This is an optimization exercise on Yosys and OpenROAD, whose aim is small area, a short achievable clock period and few clock cycles per item, not a production implementation.
In this exercise RTL edits were held to simulation tests only and were not proved equivalent to the original.

==> design.v <==
module mdu (
    input  wire        clk,
    input  wire        rst,         
    input  wire        in_valid,
    output wire        in_ready,
    input  wire [3:0]  in_op,
    input  wire [31:0] in_a,
    input  wire [31:0] in_b,
    input  wire [63:0] in_acc,      
    output reg         out_valid,
    output reg         out_fault,   
    output reg  [31:0] out_lo,
    output reg  [31:0] out_hi,
    output reg         out_n,
    output reg         out_z,
    output reg         out_v
);
    reg        rdy;               
    reg        hold;              
    reg        iv;                
    reg        dbusy;             
    reg  [4:0] dcnt;              
    reg [3:0]  i_op;
    reg [31:0] i_a, i_b;
    reg [63:0] i_acc;
    assign in_ready = rdy;
    wire accept = in_valid & rdy;
    reg        i_an, i_bn, i_as, i_bs, i_ml;
    wire       in_sdiv = (in_op == 4'd10) | (in_op == 4'd12);
    always @(posedge clk)
        if (~hold) begin
            i_an  <= in_sdiv & in_a[31];
            i_bn  <= in_sdiv & in_b[31];
            i_as  <= (in_op != 4'd2) & in_a[31];
            i_bs  <= (in_op != 4'd2) & in_b[31];
            i_ml  <= in_mul;    
            i_op  <= in_op;
            i_a   <= in_a;
            i_b   <= in_b;
            i_acc <= in_acc;
        end
    wire i_mul = i_ml;
    wire ok    = ~dbusy | (dcnt == 5'd1);
    wire m1    = iv & i_mul & ~m2 & ok;     
    wire dp    = iv & ~i_mul & ok;          
    wire ivw   = iv & ~(m1 | dp);           
    reg  m2;                      
    reg  fm;                      
    reg  [3:0]  f_op;
    reg  [65:0] ps, pc;           
    reg  [32:0] ma_r;
    reg  [17:0] mlo;
    wire [34:0] ax   = {{2{ma_r[32]}}, ma_r};
    always @(posedge clk)
        if (~m1)
            ma_r <= ivw ? {i_as, i_a} : {(in_op != 4'd2) & in_a[31], in_a};
    wire        msub = (i_op == 4'd5) | (i_op == 4'd7) | (i_op == 4'd9);
    reg [65:0] init;
    always @(*) begin
        case (i_op)
            4'd4, 4'd5: init = {34'd0, i_acc[31:0]};
            4'd6, 4'd7: init = {{4{i_acc[31]}}, i_acc[31:0], {30{i_op[0]}}};   
            4'd8, 4'd9: init = {{2{i_acc[63]}}, i_acc};
            default:    init = 66'd0;
        endcase
    end
    wire [65:0] initx = init ^ {66{msub}};
    function [26:0] benc;
        input [18:0] w;
        integer k;
        begin
            for (k = 0; k < 9; k = k + 1) begin
                benc[3*k]   = w[2*k+1] ^ w[2*k];
                benc[3*k+1] = (w[2*k+2] & ~w[2*k+1] & ~w[2*k]) | (~w[2*k+2] & w[2*k+1] & w[2*k]);
                benc[3*k+2] = w[2*k+2] & ~(w[2*k+1] & w[2*k]);
            end
        end
    endfunction
    wire [35:0] in_bx = {{4{(in_op != 4'd2) & in_b[31]}}, in_b};
    reg  [26:0] bdig;
    always @(posedge clk)
        bdig <= m1 ? benc({i_b[17:0], 1'b0}) :
                ivw ? benc({{4{i_bs}}, i_b[31:17]}) : benc(in_bx[35:17]);
    reg  [65:0] row [0:8];
    reg  [65:0] negs;
    integer j, i;
    always @(*) begin
        negs = 66'd0;
        for (j = 0; j < 9; j = j + 1) begin : rows
            reg one, two, neg;
            reg [34:0] v;
            one = bdig[3*j];
            two = bdig[3*j+1];
            neg = bdig[3*j+2];
            for (i = 0; i < 35; i = i + 1)
                v[i] = ((one & ax[i]) | (two & (i > 0 ? ax[i-1] : 1'b0))) ^ neg;
            v[34] = ~v[34];
            row[j] = {31'd0, v} << (2*j);
            negs[2*j] = neg;
        end
    end
    wire [65:0] kn   = ((~(66'd87381 << 34)) + 66'd1) | negs;
    wire [65:0] s_in = m2 ? {ps[47:0], 18'd0} : {{18{initx[65]}}, initx[65:18]};
    wire [65:0] c_in = m2 ? {pc[47:0], mlo} : 66'd0;
    always @(posedge clk)
        mlo <= initx[17:0];
    function [131:0] csa;     
        input [65:0] x, y, z;
        begin
            csa[131:66] = x ^ y ^ z;
            csa[65:0]   = {((x & y) | (x & z) | (y & z)), 1'b0};
        end
    endfunction
    wire [131:0] l1a = csa(row[0], row[1], row[2]);
    wire [131:0] l1b = csa(row[3], row[4], row[5]);
    wire [131:0] l1c = csa(row[6], row[7], row[8]);
    wire [131:0] l1d = csa(s_in, c_in, kn);
    wire [131:0] l2a = csa(l1a[131:66], l1a[65:0], l1b[131:66]);
    wire [131:0] l2b = csa(l1b[65:0], l1c[131:66], l1c[65:0]);
    wire [131:0] l3a = csa(l2a[131:66], l2a[65:0], l2b[131:66]);
    wire [131:0] l3b = csa(l2b[65:0], l1d[131:66], l1d[65:0]);
    wire [131:0] l4a = csa(l3a[131:66], l3a[65:0], l3b[131:66]);
    wire [131:0] l5a = csa(l4a[131:66], l4a[65:0], l3b[65:0]);
    always @(posedge clk) begin
        ps <= l5a[131:66];
        pc <= l5a[65:0];
    end
    wire [65:0] pq = ps + pc;
    wire        f_sub  = (f_op == 4'd5) | (f_op == 4'd7) | (f_op == 4'd9);
    wire [65:0] fp     = pq ^ {66{f_sub}};
    wire        f_wide = (f_op == 4'd8) | (f_op == 4'd9);
    wire        f_q    = (f_op == 4'd3) | (f_op == 4'd6) | (f_op == 4'd7);
    wire        f_hi   = (f_op == 4'd1) | (f_op == 4'd2);
    wire        ovq    = ~(&fp[65:61] | ~|fp[65:61]);
    wire        ovl    = ~(&fp[65:63] | ~|fp[65:63]);
    reg  [31:0] f_lo, f_hw;
    reg         f_v, f_z;
    always @(*) begin
        f_hw = fp[63:32];
        if (f_wide) begin
            f_v  = ovl;
            f_z  = ~ovl & (fp[63:0] == 64'd0);
            f_lo = ovl ? {32{~fp[65]}} : fp[31:0];
            f_hw = ovl ? {fp[65], {31{~fp[65]}}} : fp[63:32];
        end else if (f_q) begin
            f_v  = ovq;
            f_z  = ~ovq & (fp[61:30] == 32'd0);
            f_lo = ovq ? {fp[65], {31{~fp[65]}}} : fp[61:30];
        end else if (f_hi) begin
            f_v  = 1'b0;
            f_z  = (fp[63:32] == 32'd0);
            f_lo = fp[63:32];
        end else begin
            f_v  = 1'b0;
            f_z  = (fp[31:0] == 32'd0);
            f_lo = fp[31:0];
        end
    end
    wire f_n = f_wide ? f_hw[31] : f_lo[31];
    function [5:0] clz32;        
        input [31:0] v;
        reg   [2:0] c [0:3];
        reg   [3:0] z;
        integer i, k;
        begin
            for (i = 0; i < 4; i = i + 1) begin
                z[i] = (v[8*i +: 8] == 8'd0);
                c[i] = 3'd7;
                for (k = 0; k < 8; k = k + 1)
                    if (v[8*i + k]) c[i] = 7 - k;
            end
            if (!z[3])      clz32 = {3'd0, c[3]};
            else if (!z[2]) clz32 = {3'd1, c[2]};
            else if (!z[1]) clz32 = {3'd2, c[1]};
            else if (!z[0]) clz32 = {3'd3, c[0]};
            else            clz32 = 6'd32;
        end
    endfunction
    reg  fx;                      
    reg  d_sq;                    
    reg  sq_l;                    
    reg  d_rem;                   
    reg  d_neg;                   
    reg  d_dz;                    
    reg  [36:0] m;
    reg  [35:0] y;
    reg  [31:0] q;
    wire p_sq  = (i_op[3:1] == 3'b111);
    wire p_sgn = (i_op == 4'd10) | (i_op == 4'd12);
    wire p_rem = (i_op == 4'd12) | (i_op == 4'd13);
    wire a_neg = i_an;
    wire b_neg = i_bn;
    wire [31:0] am = a_neg ? -i_a : i_a;
    wire [31:0] bm = b_neg ? -i_b : i_b;
    wire [5:0]  ca_r = clz32(a_neg ? ~i_a : i_a);
    wire [5:0]  ca_e = ca_r - {5'd0, a_neg};
    wire [5:0]  cb_e = clz32(b_neg ? ~i_b : i_b);
    wire        p_dz = ~p_sq & (i_b == 32'd0);
    wire [5:0]  dd   = cb_e - ca_e;
    wire        dgo  = (cb_e >= ca_e) & ~p_dz;
    wire [5:0]  dsh  = dd | 6'd1;
    wire [4:0]  pairs = 5'd16 - {1'b0, ca_r[5:1]};
    wire        sq_z  = (i_op[0] & i_a[31]) | (i_a == 32'd0);
    wire [4:0]  sq_st = i_op[0] ? pairs + 5'd15 : pairs;    
    wire [5:0]  ssh   = {ca_r[5:1], 1'b0} + (sq_st[0] ? 6'd0 : 6'd2);
    wire [4:0]  n_iter = p_sq ? (sq_z ? 5'd1 : ({1'b0, sq_st[4:1]} + {4'd0, sq_st[0]}))
                              : (dgo ? ({1'b0, dsh[5:1]} + 5'd1) : 5'd1);
    wire        sq_n  = i_op[0] & i_a[31];
    wire [31:0] sh_in  = p_sq ? i_a : bm;
    wire [5:0]  sh_amt = p_sq ? ssh : dsh;
    wire [35:0] sh_out = {4'd0, sh_in} << sh_amt;
    wire [35:0] yh  = {1'b0, y[35:4], sq_l ? 3'b001 : y[3:1]};
    wire [35:0] yh5 = {1'b0, y[35:4], sq_l ? 3'b101 : y[3:1]};
    wire [37:0] t1  = {1'b0, m} - {2'b00, y};
    wire [37:0] t2b = {1'b0, m} - {2'b00, yh};
    wire [37:0] t2a = {1'b0, m} - {2'b00, y} - {2'b00, yh5};
    wire        b1  = ~t1[37];
    wire        b2  = b1 ? ~t2a[37] : ~t2b[37];
    wire [36:0] rn  = b1 ? (b2 ? t2a[36:0] : t1[36:0]) : (b2 ? t2b[36:0] : m);
    always @(posedge clk) begin
        if (dp) begin
            d_sq  <= p_sq;
            d_rem <= p_rem;
            d_neg <= p_rem ? a_neg : (a_neg ^ b_neg);
            d_dz  <= p_dz;
        end
        if (dp) begin
            m <= p_sq ? {33'd0, sh_out[33:30] & {4{~sq_n}}} : {5'd0, am};
            y <= p_sq ? 36'd4 : dgo ? sh_out : 36'h8_0000_0000;
            q <= p_sq ? {sh_out[29:0] & {30{~sq_n}}, 2'b00} : 32'd0;
        end else if (d_sq) begin
            m <= {rn[32:0], q[31:28]};
            y <= {y[33:4], b1, b2, 4'b0100};
            q <= {q[27:0], 4'd0};
        end else begin
            m <= rn;
            y <= {2'b00, y[35:2]};
            q <= {q[29:0], b1, b2};
        end
    end
    reg  [31:0] res;
    reg         r_neg, r_dz;
    always @(posedge clk) begin
        res   <= d_sq ? {y[33:4], b1, b2} : d_rem ? rn[31:0] : {q[29:0], b1, b2};
        r_neg <= d_neg;
        r_dz  <= d_dz;
    end
    wire [31:0] fix_r = r_neg ? -res : res;
    wire in_mul = ~in_op[3] | (in_op[3:1] == 3'b100);
    wire iv_n  = accept | ivw;
    wire mul_n = accept ? in_mul : i_mul;
    wire ok_n  = dp ? (n_iter == 5'd1) : dbusy ? (dcnt <= 5'd2) : 1'b1;
    wire rdy_n = ~iv_n | (ok_n & ~(mul_n & m1));
    always @(posedge clk) begin
        if (rst) begin
            rdy       <= 1'b1;
            hold      <= 1'b0;
            sq_l      <= 1'b0;
            iv        <= 1'b0;
            m2        <= 1'b0;
            fm        <= 1'b0;
            dbusy     <= 1'b0;
            fx        <= 1'b0;
            out_valid <= 1'b0;
        end else begin
            iv  <= iv_n;
            m2  <= m1;
            fm  <= m2;
            fx  <= dbusy & (dcnt == 5'd1);
            if (dp) begin
                dbusy <= 1'b1;
                sq_l  <= p_sq;
                dcnt  <= n_iter;
            end else if (dbusy) begin
                dbusy <= (dcnt != 5'd1);
                sq_l  <= (dcnt != 5'd1) & sq_l;
                dcnt  <= dcnt - 5'd1;
            end
            rdy  <= rdy_n;
            hold <= ~rdy_n;
            out_valid <= fm | fx;
        end
    end
    always @(posedge clk) begin
        if (m1) f_op <= i_op;
        out_fault <= ~fm & r_dz;
        out_lo    <= fm ? f_lo : fix_r;
        out_hi    <= f_hw;
        out_n     <= f_n;
        out_z     <= f_z;
        out_v     <= f_v;
    end
endmodule
==> flow/run.sh <==
#!/bin/bash
set -e
export SETUP_SLACK_MARGIN=13.5
export BUFFER_PORTS_ARGS="-buffer_cell sky130_fd_sc_hd__buf_2"
bash standard.sh > standard.log 2>&1
==> standard.sh <==
#!/bin/bash
# synth_recipe.tcl (not shown) runs the flow's synth.tcl, then flattens the netlist and writes it again
# the make line also repeats each setting of config.mk as NAME=value (left out here)
make -C /OpenROAD-flow-scripts/flow DESIGN_CONFIG=/design/flow/config.mk WORK_HOME=/design/flow/orfs CLKGATE_MAP_FILE= SYNTH_SCRIPT=/design/flow/synth_recipe.tcl "${@:-finish}"
==> config.mk <==
export PLATFORM = sky130hd
export DESIGN_NAME = mdu
export DESIGN_NICKNAME = mdu
export VERILOG_FILES = /design/flow/design.v
export SDC_FILE = /design/flow/constraint.sdc
export NUM_CORES = 4
export LEC_CHECK = 0
export ABC_AREA = 1
export CAP_MARGIN = 20
export CORE_MARGIN = 2
export CORE_UTILIZATION = 40
export CTS_BUF_LIST = sky130_fd_sc_hd__clkbuf_4
export SLEW_MARGIN = 20
==> constraint.sdc <==
create_clock -name core_clock -period 18.0 [get_ports {clk}]
set_input_delay 3.6000 -clock core_clock [delete_from_list [all_inputs] [get_ports {clk}]]
set_output_delay 3.6000 -clock core_clock [all_outputs]
set_load 0.01 [all_outputs]
==> flow_metrics.env, run 1 <==
export IMPL_fmax_mhz=193
export IMPL_synth_top_area_share_pct=13.9
export IMPL_min_to="r_dz"
export IMPL_grt_max_degree=81
export IMPL_cp_max_fo=1
export IMPL_syn_nets=8422
export IMPL_rows=137
export IMPL_ys_seq_area_share_pct=23.9
export IMPL_outcome="finished clean"
export IMPL_pin_count=205
export IMPL_fp_dieH_um=378
export IMPL_postLayoutCellArea_um2=67100
export IMPL_cts_buffer_depth=3
export IMPL_yosys_cell_count_top_type="nand2_1"
export IMPL_syn_area_per_cell_um2=7.35
export IMPL_port_buffers=204
export IMPL_grt_antenna_before_repair=8
export IMPL_clk_pin_slew_worst_paths_ns=0.07
export IMPL_cap_violations=0
export IMPL_crit_slowest_cell="dfxtp_2"
export IMPL_r2r_start="i_an"
export IMPL_clock_sinks=574
export IMPL_cp_slowest_stage_delay_ns=0.35
export IMPL_rr_worst_depth=32
export IMPL_placed_area_um2=58400
export IMPL_hold_viol=0
export IMPL_synth_cells=7591
export IMPL_totalWireLength_um=243000
export IMPL_maxSlewViolCount=0
export IMPL_cts_tree="done"
export IMPL_worst_r2r_endpoint="m[1]"
export IMPL_ys_top_cells_by_area="dfxtp_1 (14%), fa_1 (12%), nand2_1 (10%), edfxtp_1 (10%), xor2_1 (8.4%)"
export IMPL_timing_critical_path_buf_inv=1
export IMPL_ys_seq_elements=574
export IMPL_die_x_um=378
export IMPL_synth_edf_count=187
export IMPL_setup_viol=0
export IMPL_path_class="register to primary output"
export IMPL_drive_gt1_share_pct=18.3
export IMPL_initialDrtViolationCount=5727
export IMPL_r2r_slack_ns=13.21
export IMPL_whs_path_depth=0
export IMPL_grt_pass1_wl_um=354000
export IMPL_vias=56100
export IMPL_core_area_um2=139000
export IMPL_h_tree_depth=4
export IMPL_grtUsageTotal_pct=33.3
export IMPL_worst_pin_slew_ns=1.20
export IMPL_finalCriticalPeriod_ns=5.17
export IMPL_rsz0062_at_grt="true"
export IMPL_grt_pass1_vias=54500
export IMPL_drc=0
export IMPL_cp_top_family="flip-flops"
export IMPL_finalClockSkew_ns=0.0973
export IMPL_place_gp_congestion=1.03
export IMPL_grt_ovfl_total=0
export IMPL_avgViaCountPerCell=5.65
export IMPL_synth_main_ff_cell="dfxtp_1"
export IMPL_numCtsBuffers=166
export IMPL_worstPathArrival_ns=1.57
export IMPL_cts_root_buf="clkbuf_4"
export IMPL_final_cells=9925
export IMPL_dp_cells=9400
export IMPL_cp_required_ns=14.40
export IMPL_yosysUniqueCellTypes=71
export IMPL_yosys_warnings=4
export IMPL_max_slew_margin_rel_pct=19.6
export IMPL_syn2layout_area_growth_pct=20.2
export IMPL_dieArea_um2=143000
export IMPL_async_flop_share_pct=0
export IMPL_cp_start_kind="register"
export IMPL_synth_top_area_cell="dfxtp_1"
export IMPL_min_from="d_dz"
export IMPL_ant_nets=0
export IMPL_final_setup_tns_ns=0
export IMPL_crit_chain="buf_6"
export IMPL_synth_common_cells="nand2_1 (1514), inv_1 (1023), nor2_1 (543)"
export IMPL_worstSkewPairLatency_ns=1.17
export IMPL_period_share_pct=28.7
export IMPL_cp_end_kind="primary output"
export IMPL_wl_per_cell_um=24.5
export IMPL_hold_path_class="register to register"
export IMPL_dp_hpwl_um=184000
export IMPL_dr_pass1_iters=6
export IMPL_initial_core_util_pct=40.2
export IMPL_nets=8731
export IMPL_syn_area_um2=55800
[metal layers]
metal	vias up	track usage (%)	part of all wire (%)
li1	25700	-	-
met3	508	6.25	8.8
met5	-	0	0.011
met1	27000	44.2	42
met2	2824	52.3	44
met4	4	15.4	5.2
[flip-flops by register name, indices dropped and copies added, names as in the netlist, 4 cells and up]
| register | count |
|---|---|
| q | 32 |
| mlo | 18 |
| m | 37 |
| out_lo | 32 |
| i_b | 32 |
| res | 32 |
| ps | 66 |
| bdig | 27 |
| out_hi | 32 |
| y | 36 |
| dcnt | 5 |
| i_acc | 64 |
| ma_r | 33 |
| i_op | 4 |
| f_op | 4 |
| pc | 64 |
| i_a | 32 |
[per-stage QoR]
step | hold slack (ns) | utilization, % | worst slack (ns)
global placement | 0.326 | 42.0 | 11.91
CTS | 0.351 | 46.5 | 12.68
finish | 0.351 | 48.3 | 12.83
global route | 0.373 | 48.2 | 12.71
detailed placement | 0.344 | 42.0 | 11.98
floorplan | 0.323 | - | 13.51
[cell type report]
class,count,area (um2)
fillers,14000,71900
repair buffers,467,4310
multi-input cells,5603,40400
diodes,11,27.5
clock buffers,235,1760
repair inverters,7,56.3
flip-flops and latches,574,13500
well taps,1876,2350
clock inverters,71,457
inverters,1081,4250
[cells in the final DEF, fill, tap and decap left out, types with 42 or more instances in the layout]
cell | Yosys | final
a21oi_1 | 460 | 394
a21oi_2 | 6 | 42
buf_2 | 29 | 151
buf_4 | 10 | 162
buf_6 | 7 | 98
clkbuf_4 | 0 | 235
clkinv_1 | 43 | 68
dfxtp_1 | 387 | 309
dfxtp_2 | 0 | 75
edfxtp_1 | 187 | 187
fa_1 | 326 | 324
ha_1 | 370 | 326
inv_1 | 1023 | 964
inv_2 | 13 | 53
nand2_1 | 1514 | 1403
nand2_2 | 10 | 87
nand3_1 | 391 | 310
nand3_2 | 8 | 64
nand4_1 | 55 | 55
nor2_1 | 543 | 500
nor3_1 | 90 | 82
o211ai_1 | 51 | 51
o21ai_0 | 450 | 374
o21ai_1 | 70 | 78
o21ai_2 | 3 | 44
o22ai_1 | 296 | 293
xnor2_1 | 98 | 84
xor2_1 | 534 | 525
[worst max-delay path by stage]
stage                          start         end  cells after the start
after floorplan                 i_bn       y[22]                     24
after global placement          i_an        y[3]                     24
after detailed placement        i_an        y[3]                     24
after CTS                  out_lo[2]   out_lo[2]                      1
after global routing      out_lo[22]  out_lo[22]                      1
final                     out_lo[22]  out_lo[22]                      1
[logic make-up (layout without fill, tap and decap cells)]
family                   after synthesis  after routing  share of synthesized area [%]
AND/OR/NAND/NOR                     2699           2703                           20.2
buffers and inverters               1418           1861                           9.78
other                                  0             11                              0
multiplexers                           1              1                         0.0202
flip-flops                           574            574                           23.9
AO/OA/AOI/OAI                       1569           1569                           16.1
XOR/XNOR                             634            634                           9.97
adder cells (fa/ha/maj)              696            696                           20.0
[what timing repair did]
action | 4_1_cts | 5_1_grt
gates resized for setup | 672 | 412
pin swaps | 186 | 182
cloned | 26 | 6
buffers inserted | 122 | 54
hold buffers | 0 | 0
endpoints found under the setup margin | 336 | 302
Testbench counts, summed over its fixed seeds: cycles 36,833, items 12,000.
==> inputs of run 2 (changes only) <==
==> flow/run.sh (replaced) <==
#!/bin/bash
set -e
export SETUP_SLACK_MARGIN=13.0
export BUFFER_PORTS_ARGS="-buffer_cell sky130_fd_sc_hd__buf_2"
bash standard.sh > standard.log 2>&1
==> run 2 against run 1 <==
Still clean; die area unchanged; maximum frequency fell by 0.33%; global-route usage decreased by 0.90 points; hold slack barely moved; critical path depth is the same; clock skew increased by 0.048 ns; register-to-register slack got worse by 0.16 ns; routed wire length down 1.8%; synthesized cell count unchanged; highest routed layer is now met4.
==> flow_metrics.env, run 2 <==
export IMPL_dp_hpwl_um=185000
export IMPL_r2r_slack_ns=13.05
export IMPL_mostFrequentLayoutCells="nand2_1 (1473), inv_1 (1007), xor2_1 (532), nor2_1 (515), a21oi_1 (432)"
export IMPL_ys_seq_area_share_pct=23.9
export IMPL_timing_critical_path_buf_inv=1
export IMPL_ys_top_cells_by_area="dfxtp_1 (14%), fa_1 (12%), nand2_1 (10%), edfxtp_1 (10%), xor2_1 (8.4%)"
export IMPL_hold_viol=0
export IMPL_worst_r2r_endpoint="y[6]"
export IMPL_worstSkewPairLatency_ns=1.21
export IMPL_pin_count=205
export IMPL_synth_main_ff_cell="dfxtp_1"
export IMPL_synth_edf_count=187
export IMPL_min_to="r_dz"
export IMPL_final_setup_tns_ns=0
export IMPL_fillers=14300
export IMPL_rr_worst_depth=30
export IMPL_syn2layout_area_growth_pct=13.3
export IMPL_fp_dieH_um=378
export IMPL_async_flop_share_pct=0
export IMPL_path_class="register to primary output"
export IMPL_r2r_start="i_an"
export IMPL_finalClockSkew_ns=0.145
export IMPL_synth_mux_area_share_pct=0.0202
export IMPL_synth_compound_area_share_pct=16.1
export IMPL_cp_required_ns=14.40
export IMPL_yosysUniqueCellTypes=71
export IMPL_synth_common_cells="nand2_1 (1514), inv_1 (1023), nor2_1 (543)"
export IMPL_multiInputGateArea_um2=38200
export IMPL_worst_pin_slew_ns=1.17
export IMPL_largest_register_ffs=66
export IMPL_hold_path_class="register to register"
export IMPL_largestRegisters="ps x66, i_acc x64, pc x64"
export IMPL_rows=137
export IMPL_synth_top_area_cell="dfxtp_1"
export IMPL_hold_buffers=0
export IMPL_grt_antenna_before_repair=6
export IMPL_cp_top_family="flip-flops"
export IMPL_syn_nets=8422
export IMPL_cp_start_kind="register"
export IMPL_crit_chain="buf_6"
export IMPL_synth_cells=7591
export IMPL_ys_seq_elements=574
export IMPL_grt_max_degree=74
export IMPL_die_x_um=378
export IMPL_initial_core_util_pct=40.2
export IMPL_cts_buffer_depth=3
export IMPL_port_buffers=204
export IMPL_period_share_pct=28.8
export IMPL_postLayoutCellArea_um2=63300
export IMPL_seq_area_um2=13400
export IMPL_path_depth=1
export IMPL_place_gp_congestion=1.06
export IMPL_synth_top_area_share_pct=13.9
export IMPL_finalCriticalPeriod_ns=5.19
export IMPL_synth_simple_area_share_pct=20.2
export IMPL_final_common_cell="nand2_1"
export IMPL_grt_ovfl_total=0
export IMPL_clock_sinks=574
export IMPL_grt_pass1_wl_um=345000
export IMPL_cts_tree="done"
export IMPL_cp_end_kind="primary output"
export IMPL_drc=0
export IMPL_syn_area_per_cell_um2=7.35
export IMPL_crit_slowest_cell="dfxtp_2"
export IMPL_vias=55100
export IMPL_drive_gt1_share_pct=12.1
export IMPL_initialDrtViolationCount=6284
export IMPL_setup_viol=0
export IMPL_h_tree_depth=4
export IMPL_clk_pin_slew_worst_paths_ns=0.07
export IMPL_fmax_mhz=193
export IMPL_yosys_warnings=4
export IMPL_synth_top_family_by_area="simple AND/OR/NAND/NOR gates"
export IMPL_min_from="d_dz"
export IMPL_numCtsBuffers=166
export IMPL_avgViaCountPerCell=5.63
export IMPL_wl_per_cell_um=24.3
export IMPL_whs_path_depth=0
export IMPL_synth_adder_area_share_pct=20.0
export IMPL_yosys_cell_count_top_type="nand2_1"
export IMPL_cp_max_fo=1
export IMPL_regMostFlops="ps"
export IMPL_totalWireLength_um=238000
export IMPL_ant_nets=0
export IMPL_cap_violations=0
export IMPL_rsz0062_at_grt="true"
export IMPL_fin_util_pct=45.5
export IMPL_core_area_um2=139000
export IMPL_cts_root_buf="clkbuf_4"
export IMPL_syn_area_um2=55800
export IMPL_maxSlewViolCount=0
export IMPL_dr_pass1_iters=8
export IMPL_cp_slowest_stage_delay_ns=0.35
export IMPL_grtUsageTotal_pct=32.4
export IMPL_dieArea_um2=143000
export IMPL_placed_area_um2=58400
export IMPL_outcome="finished clean"
export IMPL_worstPathArrival_ns=1.59
export IMPL_synth_xor_area_share_pct=9.97
export IMPL_max_slew_margin_rel_pct=22.2
export IMPL_grt_pass1_vias=52700
export IMPL_nets=8609
==> run 2: metrics by stage <==
| step | cells | worst slack, ns | hold slack [ns] |
|---|---|---|---|
| after floorplan | 7591 | 13.41 | 0.323 |
| after CTS | 9723 | 12.67 | 0.350 |
| final | 9801 | 12.81 | 0.351 |
| after detailed placement | 9397 | 11.82 | 0.331 |
| after global placement | 9395 | 11.86 | 0.331 |
| after global routing | 9797 | 12.68 | 0.368 |
==> run 2: cell type report <==
class | instances | area share, %
multi-input cells | 5603 | 60.5
inverters | 1081 | 6.57
well taps | 1876 | 3.71
clock buffers | 229 | 2.72
repair buffers | 347 | 4.49
repair inverters | 5 | 0.0910
clock inverters | 74 | 0.671
flip-flops and latches | 574 | 21.2
diodes | 12 | 0.0475
==> run 2: metal layers <==
| metal | routed length, um | up-vias | GRT usage, % |
|---|---|---|---|
| met5 | 0 | - | 0 |
| li1 | - | 25400 | - |
| met4 | 11400 | 0 | 13.2 |
| met3 | 21800 | 491 | 5.70 |
| met2 | 105000 | 2926 | 51.3 |
| met1 | 99800 | 26300 | 43.6 |
==> run 2: worst max-delay path by stage <==
stage | slack (ns) | endpoint | startpoint
floorplan | 13.41 | y[22] | i_bn
global placement | 11.86 | y[3] | i_an
detailed placement | 11.82 | m[15] | m[0]
CTS | 12.67 | out_lo[21] | out_lo[21]
global route | 12.68 | out_lo[2] | out_lo[2]
finish | 12.81 | out_lo[24] | out_lo[24]
==> run 2: cell families (layout without fill, tap and decap cells) <==
kind of cell | after synthesis | in the layout
simple gates | 2699 | 2703
compound gates | 1569 | 1569
buf+inv | 1418 | 1736
fa+ha+maj | 696 | 696
xor+xnor | 634 | 634
flops | 574 | 574
mux | 1 | 1
other cells | 0 | 12
==> run 2: timing repair <==
| action | 4_1_cts | 5_1_grt |
|---|---|---|
| cloned | 6 | 17 |
| resized for setup | 169 | 266 |
| buffers inserted | 17 | 48 |
| pin swaps | 8 | 54 |
| setup endpoints to repair | 232 | 262 |
==> run 2: worst register-to-register path, delay by kind of cell, from the launching register on <==
family	cells	cell delay (ns)
AO/OA/AOI/OAI	6	0.55
XOR/XNOR	2	0.31
adder cells (fa/ha/maj)	3	0.80
buffers and inverters	5	0.80
flip-flops	1	0.48
AND/OR/NAND/NOR	14	1.96

[re-timing with driven ports]
No port has a modelled driver above. Below, the same layouts with a new extraction and two added sets of constraints.
Step 1: set_driving_cell puts a clkbuf_16 on clk and a buf_2 on each other input, an assumption about the parent block.
Step 2 also shifts input and output timing later by t, the mid clock arrival at the registers, as if the neighbouring blocks saw the same clock.
a / b / c = ideal ports / drivers / drivers and shift; a / b = the first two.
| run | t (ns) | setup WS [ns] | worst setup path at the end | slew at the worst register clock pin (ns) |
|---|---|---|---|---|
| run 1 | 1.202 | 12.828 / 12.750 / 12.326 | input to register | 0.08 / 0.08 |
| run 2 | 1.217 | 12.810 / 12.733 / 12.429 | input to register | 0.09 / 0.09 |
After both steps every run listed still meets setup and hold. For run 1, which loses most, drivers alone change the setup slack by -0.078 ns; drivers and shift together by -0.502 ns.
